What follows belongs to an exercise in optimizing a design on an open flow for small area; a production flow would make more cautious choices.
In this exercise RTL edits were held to simulation tests only and were not proved equivalent to the original.

<file path="flow/design.v">
module tcounter (
    input  wire        clk,
    input  wire        rst,
    input  wire        dpll_free,
    input  wire        rate_we,
    input  wire [63:0] rate_in,
    input  wire        cmd_valid,
    input  wire [1:0]  cmd_op,          
    input  wire [47:0] cmd_sec,
    input  wire [31:0] cmd_ns,
    input  wire [15:0] cmd_subns,
    input  wire [63:0] cmd_offset,      
    input  wire [63:0] cmd_rate_limit,  
    output reg  [47:0] sec,
    output reg  [29:0] ns,
    output wire [15:0] subns,
    output reg         time_valid,
    output reg  [15:0] step_epoch,
    output wire [63:0] rate,
    output reg         rate_clamp,
    output reg         slew_active,
    output wire [63:0] slew_rem,
    output reg         slew_done,
    output reg         rsp_valid,
    output reg  [1:0]  rsp_status,
    output reg  [63:0] rsp_prev,
    output wire [63:0] rsp_new
);
    localparam [1:0] OP_SET = 2'd0, OP_STEP = 2'd1, OP_SLEW = 2'd2, OP_CANCEL = 2'd3;
    localparam [1:0] ST_DONE = 2'd0, ST_BAD_PARAM = 2'd1, ST_BAD_STATE = 2'd2;
    localparam [63:0] RATE_NOM = 64'd450359962737050;
    localparam [63:0] RATE_MIN = 64'd450314926740776;
    localparam [63:0] RATE_MAX = 64'd450404998733324;
    localparam [63:0] RL_MIN   = 64'd40960;
    localparam [63:0] RL_MAX   = 64'd1844674407370955;
    localparam [29:0] NS_PER_S = 30'd1000000000;
    localparam [20:0] DIV_D    = 21'd1953125;           
    localparam [18:0] SEC_BIAS = 19'd140738;            
    reg  [37:0] rate_lo;
    assign rate = {RATE_NOM[63:38], rate_lo};
    reg  [47:0] frac;
    reg  [95:0] rem;            
    reg  [35:0] mag;            
    reg         rsp_new_en;
    assign subns = frac[47:32];
    reg        p_valid;
    reg [1:0]  p_op;
    reg [1:0]  p_status;
    reg [47:0] pa;              
    reg [29:0] pb;              
    reg [15:0] pc;              
    reg [5:0]  pd;              
    wire [48:0] ubias = {1'b0, ~cmd_offset[63], cmd_offset[62:16]} + 49'd511644672;
    reg  [39:0] dr;
    reg  [18:0] dq;
    reg  [22:0] dt;
    integer k;
    always @* begin
        dr = ubias[48:9];
        for (k = 18; k >= 0; k = k - 1) begin
            dt = {1'b0, dr[k +: 22]} - {2'b0, DIV_D};
            dq[k] = !dt[22];
            if (!dt[22]) dr[k +: 22] = dt[21:0];
        end
    end
    wire [18:0] dsec_c = dq - SEC_BIAS;
    wire [29:0] dns_c  = {dr[20:0], ubias[8:0]};
    reg  [37:0] mq;
    reg  [3:0]  mr;
    reg  [2:0]  mrem;
    integer j;
    always @* begin
        mrem = 3'd0;
        for (j = 37; j >= 0; j = j - 1) begin
            mr = {mrem, cmd_rate_limit[13 + j]};
            mq[j] = mr >= 4'd5;
            mrem = mq[j] ? mr - 4'd5 : mr[2:0];
        end
    end
    reg [1:0] chk_c;
    always @* begin
        chk_c = ST_DONE;
        if (!dpll_free)
            chk_c = ST_BAD_STATE;
        else if (cmd_op == OP_SET && cmd_ns >= 32'd1000000000)
            chk_c = ST_BAD_PARAM;
        else if (cmd_op == OP_SLEW && (cmd_rate_limit < RL_MIN || cmd_rate_limit > RL_MAX))
            chk_c = ST_BAD_PARAM;
    end
    always @(posedge clk) begin
        if (rst)
            p_valid <= 1'b0;
        else
            p_valid <= cmd_valid;
        p_op     <= cmd_op;
        p_status <= chk_c;
        case (cmd_op)
            OP_SET:  pa <= cmd_sec;
            OP_STEP: pa <= {{29{dsec_c[18]}}, dsec_c};
            default: pa <= cmd_offset[63:16];
        endcase
        case (cmd_op)
            OP_SET:  pb <= cmd_ns[29:0];
            OP_STEP: pb <= dns_c;
            default: pb <= mq[29:0];
        endcase
        pc <= (cmd_op == OP_SET) ? cmd_subns : cmd_offset[15:0];
        pd <= mq[35:30];
    end
    wire        rs    = rem[95];
    wire [36:0] lo_s  = {1'b0, rem[35:0]} + {1'b0, mag ^ {36{~rs}}} + {36'd0, ~rs};
    wire        c36   = lo_s[36];
    wire [59:0] hi_s  = rem[95:36] + {60{~rs}} + {59'd0, c36};
    wire        hi_z  = ~|rem[95:36];
    wire        hi_o  = &rem[95:36];
    wire        full  = rs ? (~hi_o | ~c36 | ~|lo_s[35:0]) : (~hi_z | c36);
    wire [95:0] rem_t = full ? {hi_s, lo_s[35:0]} : 96'd0;
    wire        active_t = slew_active & full;
    wire        ends_t   = slew_active & ~full;
    wire [49:0] sl_op = full ? ({14'd0, mag} ^ {50{rs}}) : rem[49:0];
    wire [49:0] inc   = {RATE_NOM[49:38], rate_lo} + sl_op + {49'd0, full & rs};
    wire [49:0] fsum  = {2'b0, frac} + inc;
    wire [30:0] ns_s  = {1'b0, ns} + {29'd0, fsum[49:48]};
    wire        w1    = ns_s[29:2] == NS_PER_S[29:2];
    wire [29:0] ns_t  = w1 ? {28'd0, ns_s[1:0]} : ns_s[29:0];
    wire [47:0] fr_t  = fsum[47:0];
    wire [47:0] sec_t = sec + {47'd0, w1};
    wire [16:0] st_fr  = {1'b0, fr_t[47:32]} + {1'b0, pc};
    wire [30:0] st_ns0 = {1'b0, ns_t} + {1'b0, pb} + {30'd0, st_fr[16]};
    wire        w2     = st_ns0 >= {1'b0, NS_PER_S};
    wire [29:0] st_ns  = w2 ? st_ns0[29:0] - NS_PER_S : st_ns0[29:0];
    wire [49:0] st_sec = {2'b00, sec_t} + {{2{pa[47]}}, pa} + {49'd0, w2};
    wire        st_ok  = st_sec[49:48] == 2'b00;
    wire [64:0] mg      = {rem_t[95], rem_t[95:32]} + {pa[47], pa, pc};
    wire        mg_ok   = (mg[64] == mg[63]) &&
                          !(mg[63:0] == 64'h7fffffffffffffff && |rem_t[31:0]);
    assign slew_rem = rem[95:32] + {63'd0, rs & |rem[31:0]};
    wire [63:0] prev_t = rem_t[95:32] + {63'd0, rem_t[95] & |rem_t[31:0]};
    assign rsp_new = rsp_new_en ? slew_rem : 64'd0;
    wire rate_lt = rate_in < RATE_MIN;
    wire rate_gt = rate_in > RATE_MAX;
    always @(posedge clk) begin
        if (rst) begin
            sec         <= 48'd0;
            ns          <= 30'd0;
            frac        <= 48'd0;
            time_valid  <= 1'b0;
            step_epoch  <= 16'd0;
            rate_lo     <= RATE_NOM[37:0];
            rate_clamp  <= 1'b0;
            rem         <= 96'd0;
            slew_active <= 1'b0;
            slew_done   <= 1'b0;
            rsp_valid   <= 1'b0;
            rsp_status  <= 2'd0;
            rsp_prev    <= 64'd0;
            rsp_new_en  <= 1'b0;
        end else begin
            rate_clamp <= rate_we & (rate_lt | rate_gt);
            if (rate_we)
                rate_lo <= rate_lt ? RATE_MIN[37:0] : rate_gt ? RATE_MAX[37:0] : rate_in[37:0];
            sec         <= sec_t;
            ns          <= ns_t;
            frac        <= fr_t;
            rem         <= rem_t;
            slew_active <= active_t;
            slew_done   <= ends_t;
            rsp_valid  <= p_valid;
            rsp_status <= ST_DONE;
            rsp_prev   <= 64'd0;
            rsp_new_en <= 1'b0;
            if (p_valid) begin
                if (p_status != ST_DONE) begin
                    rsp_status <= p_status;
                end else if (!dpll_free) begin
                    rsp_status <= ST_BAD_STATE;
                end else begin
                    case (p_op)
                        OP_SET: begin
                            sec         <= pa;
                            ns          <= pb;
                            frac        <= {pc, 32'd0};
                            time_valid  <= 1'b1;
                            step_epoch  <= step_epoch + 16'd1;
                            rem         <= 96'd0;
                            slew_active <= 1'b0;
                            slew_done   <= 1'b0;
                        end
                        OP_STEP: begin
                            if (st_ok) begin
                                sec        <= st_sec[47:0];
                                ns         <= st_ns;
                                frac       <= {st_fr[15:0], fr_t[31:0]};
                                step_epoch <= step_epoch + 16'd1;
                            end else begin
                                rsp_status <= ST_BAD_PARAM;
                            end
                        end
                        OP_SLEW: begin
                            if (mg_ok) begin
                                rem         <= {mg[63:0], rem_t[31:0]};
                                mag         <= {pd, pb};
                                slew_active <= 1'b1;
                                slew_done   <= 1'b0;
                                rsp_prev    <= prev_t;
                                rsp_new_en  <= 1'b1;
                            end else begin
                                rsp_status <= ST_BAD_PARAM;
                            end
                        end
                        default: begin
                            rem         <= 96'd0;
                            slew_active <= 1'b0;
                            rsp_prev    <= prev_t;
                        end
                    endcase
                end
            end
        end
    end
endmodule
</file>
<file path="flow/run.sh">
#!/bin/bash
# synth_recipe.tcl (not shown) runs the flow's synth.tcl, then flattens the netlist and writes it again
# the make line also repeats each setting of config.mk as NAME=value (left out here)
make -C /OpenROAD-flow-scripts/flow DESIGN_CONFIG=/design/flow/config.mk WORK_HOME=/design/flow/orfs CLKGATE_MAP_FILE= SYNTH_SCRIPT=/design/flow/synth_recipe.tcl finish
</file>
<file path="flow/config.mk">
export PLATFORM = sky130hd
export DESIGN_NAME = tcounter
export DESIGN_NICKNAME = tcounter
export VERILOG_FILES = /design/flow/design.v
export SDC_FILE = /design/flow/constraint.sdc
export NUM_CORES = 4
export LEC_CHECK = 0
export CAP_MARGIN = 20
export CORE_MARGIN = 2
export CORE_UTILIZATION = 40
export SLEW_MARGIN = 20
</file>
<file path="flow/constraint.sdc">
create_clock -name core_clock -period 48.0 [get_ports {clk}]
set_input_delay 9.6000 -clock core_clock [delete_from_list [all_inputs] [get_ports {clk}]]
set_output_delay 9.6000 -clock core_clock [all_outputs]
set_load 0.01 [all_outputs]
</file>
==> metrics.yaml <==
yosys.area_share.simple_pct: 22.7
min_path_type: "flip-flop to flip-flop"
cts_buffer_depth: 3
netlist_instances: 7844
max_stage_delay_ns: 0.64
wl_per_cell_um: 23.6
start_util_pct: 40.2
cts_root_buffer: "clkbuf_16"
synth-async-reset-ratio_pct: 0
grt_max_degree: 79
crit_type: "input port to flip-flop"
critPathLaunchType: "input port"
synth_edf_count: 36
muxShareOfSynthArea_pct: 3.28
final_common_cell: "nor2_1"
grt_pass1_vias: 59400
setup_viol: 0
drt-pass1-iter-count: 8
area_growth_pct: 18.2
outcome: "timing/DRC/antenna clean"
slew_headroom_pct: 22.0
cts_tree: "yes"
postSynthAreaPerCell_um2: 7.55
yosysTopAreaCell: "dfxtp_1"
hold_buffers: 0
synth_top_family_by_area: "compound AO/OA/AOI/OAI gates"
final_cell_mix: "nor2_1, xnor2_1, clkdlybuf4s50_1"
ys_seq_area_share_pct: 17.1
clock_latency_ns: 0.66
r2r_cells: 191
fillers: 14800
hold_depth: 0
drive_gt1_share_pct: 6.95
hold_viol_final: 0
fin_cells: 10400
skew_ns: 0.0259
grt_remaining_overflow: 0
core_um2: 147000
cp_max_fo: 30
htree_levels: 2
clkSlewWorstSetupHoldPaths_ns: 0.06
period_minus_slack_ns: 45.23
endpoint_kind: "flip-flop"
fp.dieH_um: 389
worst_pin_slew_ns: 1.16
worst_slack_ns: 2.77
synth_top_cell_area_share_pct: 15.3
place_hpwl_um: 200000
path_common_cell: "ha_1"
dieArea_um2: 151000
drv_cap: 0
synth_compound_area_share_pct: 27.7
io-pin-count: 668
initialDrtViolationCount: 4907
grt_pass1_wl_um: 367000
layout.nets: 9176
max_freq_mhz: 22.1
finalHoldWorstSlack_ns: 0.404
maxSlewViolCount: 0
cp.required_ns: 48.59
gp_congestion: 0.992
synth_xor_area_share_pct: 13.8
fin_crit_sh_pct: 94.2
syn_area_um2: 59200
ys_ff_latch: 489
place_ws_ns: 1.39
totalNegativeSetupSlack_ns: 0
die_w_um: 389
cts_buffers: 54
synthTopCellsByArea: "dfxtp_1, xnor2_1, ha_1"
reg2reg_slack_ns: 9.05
yosysWarnings: 1
detail-route-antenna-nets: 0
arrival_ns: 45.82
rsz0062_at_grt: "no"
track_usage_pct: 30.9
via_per_inst: 5.98
dr_total_vias: 62200
port-buffer-count: 641
row_count: 141
ys_types: 150
clock-sinks: 489
crit_slowest_cell: "clkdlybuf4s50_1"
synthAdderAreaFrac_pct: 10.5
ys.flop_type: "dfxtp_1"
placedCellCount: 10300
antenna_found_initial: 5
route.detailed.drc: 0
finalWirelength_um: 245000
==> metrics by stage <==
stage / utilization (%) / instance area, µm²
2_1_floorplan: - / 59300
3_3_place_gp: 46.2 / 68000
3_5_place_dp: 46.2 / 68000
4_1_cts: 47.4 / 69900
5_1_grt: 47.5 / 70000
6_report: 47.5 / 70000
==> cells by family (layout without fill, tap and decap cells) <==
logic type                 count (synthesis)  count (layout)
DFF                                      489             489
and+or+nand+nor                         2766            2766
buffers and inverters                    687            1277
AOI/OAI and AO/OA                       2329            2329
other                                      2              29
muxes                                    185             185
adders and majority gates                467             467
xor gates and xnor gates                 919             919
==> state kept, by name (all words and copies together) (netlist names), 36 cells and up <==
| signal | flops |
|---|---|
| rem | 96 |
| rsp_prev | 64 |
| frac | 48 |
| pa | 48 |
| sec | 48 |
| rate_lo | 38 |
| mag | 36 |
==> critical path: cells and delay by family <==
kind	cells	cell delay, ns
compound gates	75	18.72
simple gates	35	6.42
fa+ha+maj	16	4.63
xor+xnor	14	2.96
buf+inv	12	2.62
mux	4	0.80
==> path summary, 6_finish.rpt <==
check | endpoint | start
worst max-delay path | pa[42]$_DFF_P_ | cmd_offset[27]
worst min-delay path | mag[34]$_DFFE_PP_ | pd[4]$_DFF_P_
worst max register to register | step_epoch[9]$_SDFFE_PP0P_ | rem[95]$_SDFF_PP0_
worst min register to register | mag[34]$_DFFE_PP_ | pd[4]$_DFF_P_
==> final cells by class <==
type | count | area (µm²) | area share (%)
timing repair buffer | 822 | 7800 | 11.1
clock inverter | 33 | 412 | 0.588
antenna | 3 | 7.51 | 0.0107
sequential | 489 | 10200 | 14.5
multi-input combinational | 6692 | 46400 | 66.3
inverter | 355 | 1330 | 1.90
tap | 1930 | 2410 | 3.45
clock buffer | 67 | 1470 | 2.10
==> layer usage <==
layer,share of wire [%],global-route usage (%),up-vias
met5,0.014,0,-
li1,-,-,29600
met4,4.2,11.6,4
met2,45,51.2,2284
met1,43,39.9,29900
met3,7.6,5.71,410
==> synthesized netlist by cell type (25+ instances only) <==
cell type and instances:
inv_1 351, o21bai_1 140, o21ai_1 77, o211ai_1 61, nand2_1 544, nor4_1 98
xnor2_1 675, nor2b_1 65, nand2b_1 87, a211oi_1 80, o31ai_1 37, a22o_1 30
o21a_1 124, ha_1 418, mux2i_1 120, mux2_2 60, edfxtp_1 36, and2_1 156
o22ai_1 37, or3_1 63, and3_1 129, xor2_1 232, nor2_1 906, a22oi_1 99
a31oi_1 73, nor3_1 225, a221o_1 36, o21ai_0 269, buf_2 54, fa_1 49
clkbuf_1 191, nand4_1 84, buf_4 58, nand3_1 206, or2_2 47, dfxtp_1 453
or4_1 25, o31a_1 26, a21o_1 250, a21oi_1 551, a211o_1 26
==> timing repair <==
action / 4_1_cts / 5_1_grt
setup buffers: 0 / 5
setup endpoints to repair: 0 / 66
gates resized for setup: 0 / 14

[port drivers added, routing unchanged]
No port has a modelled driver above. Below, the same layout with a new extraction and two added sets of constraints. Step 1 (the two cells are an assumption about what drives the block):
set clk [get_ports {clk}]
set_driving_cell -lib_cell sky130_fd_sc_hd__clkbuf_16 $clk
set_driving_cell -lib_cell sky130_fd_sc_hd__buf_2 [delete_from_list [all_inputs] $clk]
Step 2 also shifts input and output timing later by t, the mid clock arrival at the registers, as if the neighbouring blocks saw the same clock. a / b / c = no drivers / after step 1 / after step 2; a / b = the first two.
t (ns): 0.719
setup WS [ns]: 2.766 / 2.693 / 1.974
worst setup path after step 2: input to register
worst register clock-pin slew, ns: 0.07 / 0.07
pins driven straight from the clock port: 1
After both steps setup and hold are still met in this run. The setup slack of this run moves by -0.073 ns with the drivers and by -0.792 ns with both steps.
